Background: an optimization exercise with open tools, aiming at small area, a short achievable clock period and few clock cycles per item. Do not read the settings as production practice.
Only simulation tests tie the RTL to the original design; equivalence was not proved.

Setup of lane 1:
## crc_unit
module crc_unit (
    input  wire        clk,
    input  wire        rst,              
    input  wire [6:0]  cfg_width,        
    input  wire [63:0] cfg_poly,         
    input  wire [63:0] cfg_init,
    input  wire [63:0] cfg_xorout,
    input  wire [5:0]  cfg_opts,         
    input  wire [63:0] cfg_prefix,       
    input  wire [3:0]  cfg_prefix_len,   
    input  wire [11:0] cfg_alive_off,
    input  wire        in_valid,
    output wire        in_ready,
    input  wire        in_sof,
    input  wire        in_eof,
    input  wire [3:0]  in_count,         
    input  wire [63:0] in_data,          
    input  wire        discard,
    input  wire        rebase,
    output reg         res_valid,
    output reg  [63:0] res_value,
    output reg  [2:0]  res_verdict,      
    output reg  [31:0] messages,
    output reg  [31:0] rejections
);
For scale: about 12,000 cells after synthesis, roughly 0.092 mm² of cells after synthesis.
export LEC_CHECK = 0
export CAP_MARGIN = 20
export CORE_MARGIN = 2
export CORE_UTILIZATION = 30
export SETUP_SLACK_MARGIN = 1.5
export SLEW_MARGIN = 20
export SYNTH_HIERARCHICAL = 1
export BUFFER_PORTS_ARGS = -buffer_cell sky130_fd_sc_hd__buf_2
create_clock -name core_clock -period 45.0 [get_ports {clk}]
standard.sh (not shown) runs the stock make flow with config.mk's settings and CLKGATE_MAP_FILE= SYNTH_SCRIPT=/design/flow/synth_recipe.tcl, a recipe that flattens the netlist after the stock synthesis.
==> flow/flow/run.sh <==
#!/bin/bash
# The standard layout (standard.sh: the standard synthesis and ORFS
# steps, unchanged), with two changes to how the layout is made:
#  - the port buffers that global placement puts on every input and output
#    are sky130_fd_sc_hd__buf_2 instead of the default delay cell;
#  - the timing repair steps (floorplan, CTS, global route) aim for more
#    setup slack than the default margin, so that they size up the gates on
#    the slowest paths.  The clock period and constraints are the standard flow's.
# The whole make output goes to standard.log; ORFS keeps each step's log
# under orfs/logs.
set -euo pipefail
echo "export BUFFER_PORTS_ARGS = -buffer_cell sky130_fd_sc_hd__buf_2" >> config.mk
bash standard.sh SETUP_SLACK_MARGIN=34.8 finish > standard.log 2>&1
Testbench counts of lane 1, summed over its fixed seeds: cycles 12,820, octets 87,825.
For lane 2, these inputs were changed with respect to lane 1:
Settings: a change of CORE_UTILIZATION from 30 to 40; an added CTS_CLUSTER_SIZE of 20; an added CTS_CLUSTER_DIAMETER of 100.
diff --git a/flow/flow/run.sh b/flow/flow/run.sh
--- a/flow/flow/run.sh
+++ b/flow/flow/run.sh
@@ -11,3 +11,3 @@
 set -euo pipefail
 echo "export BUFFER_PORTS_ARGS = -buffer_cell sky130_fd_sc_hd__buf_2" >> config.mk
-bash standard.sh SETUP_SLACK_MARGIN=34.8 finish > standard.log 2>&1
+bash standard.sh SETUP_SLACK_MARGIN=35.2 finish > standard.log 2>&1
Findings:
Having completed the whole flow, lane 2 delivered a layout that passed the timing, design-rule and antenna checks.
The run showing the smaller vertical die dimension is lane 2.
Input-level comparison between lane 3 and lane 2:
Settings: CORE_UTILIZATION now 30, was 40.
--- outcome ---
- Result for lane 3 and lane 2: all clean
- Comparing met2 demand-to-capacity share in global routing for lane 3 and lane 2, the smaller number came from lane 3.
- Relative to lane 2, the cell area of lane 3 is higher by about 1.4%.
- When the final numbers for lane 3 and lane 2 were put side by side, the clock buffer instance count of the final layout turned out to be smaller in lane 3.
- From lane 2 to lane 3 the numbers moved as follows: overall routing resource usage fell by 8.5 points; remaining routing DRC violations flat.
- Lane 3 against lane 2: slew at the pin closest to its max-slew limit increased by 29 ps relative to the old numbers, wire length increased by 24,000 µm relative to the old numbers, maximum number of pins on one net before global-route repair decreased by 12 relative to the old numbers.
- Lane 3: initial core utilization is 10 points lower than what lane 2 reported.
- rdy_q as the beginning of the critical path was reported by lane 2, and res_value[6] by lane 3.
- Between lane 3 and lane 2, it is lane 3 whose post-layout worst setup margin is lower, by 36 ps.
The inputs of lane 4 differ from those of lane 3 as listed below.
Settings: swapping 30 for 50 in CORE_UTILIZATION; swapping -buffer_cell sky130_fd_sc_hd__buf_2 for -buffer_cell sky130_fd_sc_hd__buf_1 in BUFFER_PORTS_ARGS.
==> flow/flow/run.sh <==
#!/bin/bash
# The standard layout (standard.sh: the standard synthesis and ORFS
# steps, unchanged), with two changes to how the layout is made:
#  - the port buffers that global placement puts on every input and output
#    are sky130_fd_sc_hd__buf_1 (the timing repair sizes up those on
#    slow paths) instead of the default delay cell;
#  - the timing repair steps (floorplan, CTS, global route) aim for more
#    setup slack than the default margin, so that they size up the gates on
#    the slowest paths.  The clock period and constraints are the standard flow's.
# The whole make output goes to standard.log; ORFS keeps each step's log
# under orfs/logs.
set -euo pipefail
echo "export BUFFER_PORTS_ARGS = -buffer_cell sky130_fd_sc_hd__buf_1" >> config.mk
bash standard.sh SETUP_SLACK_MARGIN=35.2 finish > standard.log 2>&1
Notes after the runs:
In summary, lane 4 completed successfully, with a layout that passed the timing, design-rule and antenna checks. Lane 3 -> lane 4: via count of the first global-routing pass increased by a few percent. In the reports for lane 3 and lane 4, the smaller instance count after placement with tap cells included belongs to lane 4. Between lane 3 and lane 4, the flow reports routed wire length per instance increasing by more than 10%. For lane 3, the launch point of the worst path was res_value[6], unlike lane 4, where it was rejections[18].

-- port drivers added, routing unchanged --
The results above use ideal ports. As a check the final layouts listed here were re-extracted and re-timed, cells and wires unchanged. Step 1: set_driving_cell puts a clkbuf_16 on clk and a buf_2 on each other input, an assumption about the parent block. Step 2, shift: input delay + t, output delay - t, t = (earliest + latest rising clock arrival at the registers) / 2. This alone moves slack from input paths to output paths. Slacks: ideal ports / drivers / drivers and shift; pairs: ideal ports / drivers.
run	t (ns)	setup slack, ns	slew at the worst register clock pin (ns)	worst data-port slew with drivers (ns)
lane 1	0.827	34.679 / 34.629 / 34.147	0.08 / 0.08	0.21
lane 2	0.788	34.769 / 34.675 / 34.321	0.10 / 0.10	0.25
lane 3	0.833	34.733 / 34.627 / 34.287	0.10 / 0.10	0.23
lane 4	0.803	34.761 / 34.666 / 34.378	0.10 / 0.10	0.18
After both steps setup and hold are still met in every run listed. The setup slack of lane 1, which loses most, moves by -0.050 ns with the drivers and by -0.532 ns with both steps.
